Context: an optimization exercise on an open-source flow, tuned for small area, a short achievable clock period and few clock cycles per item. The choices shown serve that exercise and are no tape-out recipe.
No activity file was given, so power comes from the tool's default toggle rates.

==> flow/design.v <==
module dedup_sort (
    input  wire        clk,
    input  wire        rst,           
    input  wire        in_valid,
    output wire        in_ready,
    input  wire [39:0] in_id,
    input  wire        in_skip,
    input  wire        in_last,
    output wire        out_valid,
    input  wire        out_ready,
    output wire        out_type,      
    output wire [39:0] out_id,
    output wire [4:0]  out_count,
    output wire [3:0]  out_inv,
    output wire        out_skip,
    output wire        out_last
);
    localparam integer N = 16;
    integer i;
    reg [39:0] ids  [0:N-1];
    reg        sk   [0:N-1];    
    reg        fo   [0:N-1];    
    reg [3:0]  rk   [0:N-1];    
    reg        rdy;
    reg        s1_v;
    reg [39:0] s1_id;
    reg        s1_skip;
    reg        s1_last;
    reg [3:0]  s1_idx;
    reg [4:0]  acnt;        
    reg        lock;        
    reg [4:0]  ucnt;        
    wire fire  = in_valid && rdy;
    wire alast = in_last || (acnt == 5'd15);
    function [1:0] cmp40;
        input [39:0] a;
        input [39:0] b;
        reg   [63:0] g, e;
        integer k, w;
        begin
            for (k = 0; k < 64; k = k + 1) begin
                if (k < 40) begin
                    g[k] = !a[k] && b[k];
                    e[k] = a[k] == b[k];
                end else begin
                    g[k] = 1'b0;
                    e[k] = 1'b1;
                end
            end
            for (w = 32; w >= 1; w = w / 2)
                for (k = 0; k < w; k = k + 1) begin
                    g[k] = g[2*k+1] || (e[2*k+1] && g[2*k]);
                    e[k] = e[2*k+1] && e[2*k];
                end
            cmp40 = {g[0], e[0]};
        end
    endfunction
    function [4:0] pc16;
        input [15:0] v;
        reg   [1:0] s2 [0:7];
        reg   [2:0] s4 [0:3];
        reg   [3:0] s8 [0:1];
        integer k;
        begin
            for (k = 0; k < 8; k = k + 1) s2[k] = {1'b0, v[2*k]} + {1'b0, v[2*k+1]};
            for (k = 0; k < 4; k = k + 1) s4[k] = {1'b0, s2[2*k]} + {1'b0, s2[2*k+1]};
            for (k = 0; k < 2; k = k + 1) s8[k] = {1'b0, s4[2*k]} + {1'b0, s4[2*k+1]};
            pc16 = {1'b0, s8[0]} + {1'b0, s8[1]};
        end
    endfunction
    reg [15:0] lt, eq, evm, ltc;
    reg        dup;
    reg [4:0]  pos;
    reg        uniq;
    wire       s2_first = (s1_idx == 4'd0);
    always @(*) begin
        for (i = 0; i < N; i = i + 1) begin
            evm[i] = (i < s1_idx);             
            {lt[i], eq[i]} = cmp40(ids[i], s1_id);
            ltc[i] = evm[i] && fo[i] && lt[i];
        end
        dup = 1'b0;
        for (i = 0; i < N; i = i + 1)
            if (evm[i] && fo[i] && eq[i]) dup = 1'b1;
        pos  = pc16(ltc);
        uniq = !s1_skip && !dup;
    end
    wire       s2_done  = s1_v && s1_last;         
    wire [4:0] s2_ucnt  = (s2_first ? 5'd0 : ucnt) + {4'd0, uniq};
    reg        pw;
    reg [3:0]  pj;
    reg [3:0]  pq;
    reg [3:0]  rke [0:N-1];
    reg        rinc;
    always @(*)
        for (i = 0; i < N; i = i + 1)
            rke[i] = (pw && pj == i) ? pq : rk[i];
    always @(posedge clk) begin
        if (s1_v) begin
            for (i = 0; i < N; i = i + 1) begin
                if (i == s1_idx) begin
                    ids[i] <= s1_id;
                    sk[i]  <= s1_skip;
                    fo[i]  <= uniq;
                end
            end
        end
        for (i = 0; i < N; i = i + 1) begin
            rinc = s1_v && uniq && evm[i] && !lt[i];
            if ((pw && pj == i) || rinc) rk[i] <= rke[i] + {3'd0, rinc};
        end
        pj <= s1_idx;
        pq <= pos[3:0];
    end
    always @(posedge clk) begin
        if (rst) pw <= 1'b0;
        else     pw <= s1_v;
    end
    always @(posedge clk) begin
        s1_id   <= in_id;
        s1_skip <= in_skip;
        s1_last <= alast;
        s1_idx  <= acnt[3:0];
        if (s1_v) ucnt <= s2_ucnt;
    end
    localparam [1:0] O_NONE = 2'd0;
    localparam [1:0] O_UNIQ = 2'd1;
    localparam [1:0] O_INV  = 2'd2;
    reg [1:0]  ost;
    reg [3:0]  rr;          
    reg [4:0]  kf;          
    reg [4:0]  on;          
    reg        bpend;       
    reg [4:0]  bn;          
    reg [4:0]  bu;          
    reg        ov;
    reg        o_type;
    reg [39:0] o_id;
    reg [4:0]  o_count;
    reg [3:0]  o_inv;
    reg        o_skip;
    reg        o_last;
    assign in_ready  = rdy;
    assign out_valid = ov;
    assign out_type  = o_type;
    assign out_id    = o_id;
    assign out_count = o_count;
    assign out_inv   = o_inv;
    assign out_skip  = o_skip;
    assign out_last  = o_last;
    wire can = !ov || out_ready;
    reg [39:0] u_id;
    reg [15:0] u_hit;
    reg [15:0] evr;             
    always @(*) begin
        for (i = 0; i < N; i = i + 1)
            evr[i] = (ost == O_NONE) ? (i < s1_idx) : (i < on);
        u_id  = 40'd0;
        for (i = 0; i < N; i = i + 1) begin
            u_hit[i] = evr[i] && rke[i] == rr && !sk[i];
            if (evr[i] && rke[i] == rr && fo[i]) u_id = u_id | ids[i];
        end
    end
    wire [4:0] u_cnt = pc16(u_hit);
    wire       bypass   = (ost == O_NONE);
    wire       p_zero   = !(|ltc);                             
    wire       b_low    = uniq && p_zero;                      
    wire       b_same   = !s1_skip && !uniq && p_zero;         
    wire [39:0] f_id    = (bypass && b_low) ? s1_id : u_id;
    wire [4:0] f_cnt    = (bypass && b_low) ? 5'd1 :
                          (bypass && b_same) ? u_cnt + 5'd1 : u_cnt;
    wire       s2_any   = !s1_skip || (!s2_first && ucnt != 5'd0);
    wire       klast    = (kf == on - 5'd1);
    wire       ulast    = bypass ? (s2_ucnt == 5'd1) : ({1'b0, rr} == bu - 5'd1);
    wire       nb_ok    = bpend || s2_done;
    wire [4:0] nb_n     = bpend ? bn : {1'b0, s1_idx} + 5'd1;
    wire       nb_any   = bpend ? (bu != 5'd0) : s2_any;
    reg        sv_live;
    reg [3:0]  sv_rk;
    reg        sv_sk;
    localparam integer NS = 21;
    wire [NS-1:0] nsv [0:3];
    genvar g;
    generate
        for (g = 0; g < 4; g = g + 1) begin : g_ns
            localparam F = (g >= 2);
            localparam C = (g % 2 == 1);
            reg       fu, fi, ue, ie, st;
            reg [1:0] o;
            reg [4:0] k, a;
            reg       l, bp, sl, v, rd;
            reg [3:0] r;
            always @(*) begin
                fu = C && ((ost == O_UNIQ) || (bypass && s2_done && s2_any));
                fi = C && (ost == O_INV);
                ue = fu && ulast;
                ie = fi && klast;
                st = ((ost == O_NONE) || ie) && nb_ok;
                o = ost;
                k = fi ? kf + 5'd1 : kf;
                l = lock;
                a = acnt;
                if (F) begin
                    a = acnt + 5'd1;
                    if (alast) l = 1'b1;
                end
                if (ue) begin
                    o = O_INV;
                    k = 5'd0;
                    l = 1'b0;
                    a = 5'd0;
                end else if (st) begin
                    if (nb_any) begin
                        o = O_UNIQ;
                    end else begin
                        o = O_INV;
                        k = 5'd0;
                        l = 1'b0;
                        a = 5'd0;
                    end
                end else if (ie) begin
                    o = O_NONE;
                end
                r  = ue ? 4'd0 : fu ? rr + 4'd1 : rr;
                bp = st ? 1'b0 : (s2_done ? 1'b1 : bpend);
                sl = (s1_v && (ost == O_INV) && (s1_idx == kf[3:0]) && !fi) ? 1'b1 :
                     (fi ? 1'b0 : sv_live);
                v  = fu || fi || (ov && !C);
                rd = !l && (o != O_INV || a <= k);
            end
            assign nsv[g] = {rd, a, l, o, k, r, bp, sl, v};
        end
    endgenerate
    wire [NS-1:0] ns00 = nsv[0];
    wire [NS-1:0] ns01 = nsv[1];
    wire [NS-1:0] ns10 = nsv[2];
    wire [NS-1:0] ns11 = nsv[3];
    wire [NS-1:0] ns_f = out_ready ? ns11 : ns10;    
    wire [NS-1:0] ns_n = out_ready ? ns01 : ns00;
    wire [NS-1:0] ns_c = ov ? ns_f : ns11;
    wire [NS-1:0] ns_d = ov ? ns_n : ns01;
    wire [NS-1:0] ns   = (in_valid && rdy) ? ns_c : ns_d;
    wire       fetch_u  = can && ((ost == O_UNIQ) || (bypass && s2_done && s2_any));
    wire       fetch_i  = can && (ost == O_INV);
    wire       i_end    = fetch_i && klast;
    wire       start    = ((ost == O_NONE) || i_end) && nb_ok;
    always @(posedge clk) begin
        if (rst) begin
            rdy     <= 1'b1;
            s1_v    <= 1'b0;
            acnt    <= 5'd0;
            lock    <= 1'b0;
            ost     <= O_NONE;
            kf      <= 5'd0;
            rr      <= 4'd0;
            bpend   <= 1'b0;
            sv_live <= 1'b0;
            ov      <= 1'b0;
        end else begin
            s1_v  <= fire;
            {rdy, acnt, lock, ost, kf, rr, bpend, sv_live, ov} <= ns;
        end
    end
    always @(posedge clk) begin
        if (s1_v) begin
            sv_rk <= rk[s1_idx];
            sv_sk <= sk[s1_idx];
        end
        if (s2_done) begin
            bn <= {1'b0, s1_idx} + 5'd1;
            bu <= s2_ucnt;
        end
        if (start) on <= nb_n;
        if (fetch_u) begin
            o_type  <= 1'b0;
            o_id    <= f_id;
            o_count <= f_cnt;
            o_last  <= 1'b0;
        end else if (fetch_i) begin
            o_type  <= 1'b1;
            o_inv   <= sv_live ? sv_rk : rk[kf[3:0]];
            o_skip  <= sv_live ? sv_sk : sk[kf[3:0]];
            o_last  <= i_end;
        end
    end
endmodule
Settings: LEC_CHECK=0, CAP_MARGIN=20, CORE_MARGIN=2, CORE_UTILIZATION=40, SETUP_SLACK_MARGIN=1.0, SLEW_MARGIN=20; clock period 30.0 ns.
standard.sh (not shown) runs the stock make flow with config.mk's settings and CLKGATE_MAP_FILE= SYNTH_SCRIPT=/design/flow/synth_recipe.tcl, a recipe that flattens the netlist after the stock synthesis.
==> flow/flow/run.sh <==
#!/bin/bash
# Standard layout, with timing repair asked to aim for a shorter period than
# the clock's (the SDC is unchanged): repair_timing keeps working until each
# path has SETUP_SLACK_MARGIN ns of slack at the design's period.
set -euo pipefail
bash standard.sh SETUP_SLACK_MARGIN=22.5 finish > run_standard.log 2>&1
The baseline completed without violations.
Rerun with:
==> flow/run.sh (new file) <==
#!/bin/bash
# synth_recipe.tcl (not shown) runs the flow's synth.tcl, then flattens the netlist and writes it again
# the make line also repeats each setting of config.mk as NAME=value (left out here)
make -C /OpenROAD-flow-scripts/flow DESIGN_CONFIG=/design/flow/config.mk WORK_HOME=/design/flow/orfs CLKGATE_MAP_FILE= SYNTH_SCRIPT=/design/flow/synth_recipe.tcl finish
removed: flow/flow/run.sh
removed: flow/standard.sh
Count of clock-buffer cells in the layout decreases by 5.
Final cell count is about the same.
Critical path depth is unchanged.
Register-to-register slack gets worse by 0.23 ns.
Synthesized cell count stays the same.
Global-route usage barely changes.
Power barely changes.
Via count decreases by 0.30%.
Wire length hardly moves.
Function was not checked in any run of this note: the RTL went through the layout flow alone.

==> static timing again, ports no longer ideal <==
The flow's constraints put no driver on any port. The routed layouts listed below were extracted and timed again, unchanged, in two steps.
Step 1 assumes that a clkbuf_16 drives the clock port and a buf_2 every other input.
Step 2 moves the port delays by t, midway between the first and last clock arrival at a register: inputs arrive t later, outputs are due t later. That takes back most of the time a late clock gives input paths.
Slacks: ideal ports / drivers / drivers and shift; pairs: ideal ports / drivers.
run	t (ns)	setup WS [ns]	worst setup path after step 2	worst register clock-pin slew, ns	pins driven straight from the clock port
the first run	0.820	22.551 / 22.469 / 21.940	input to register	0.07 / 0.07	1
the second run	0.822	22.104 / 22.028 / 21.736	input to register	0.07 / 0.07	1
After both steps every run listed still meets setup and hold. For the first run, which loses most, drivers alone change the setup slack by -0.082 ns; drivers and shift together by -0.611 ns.
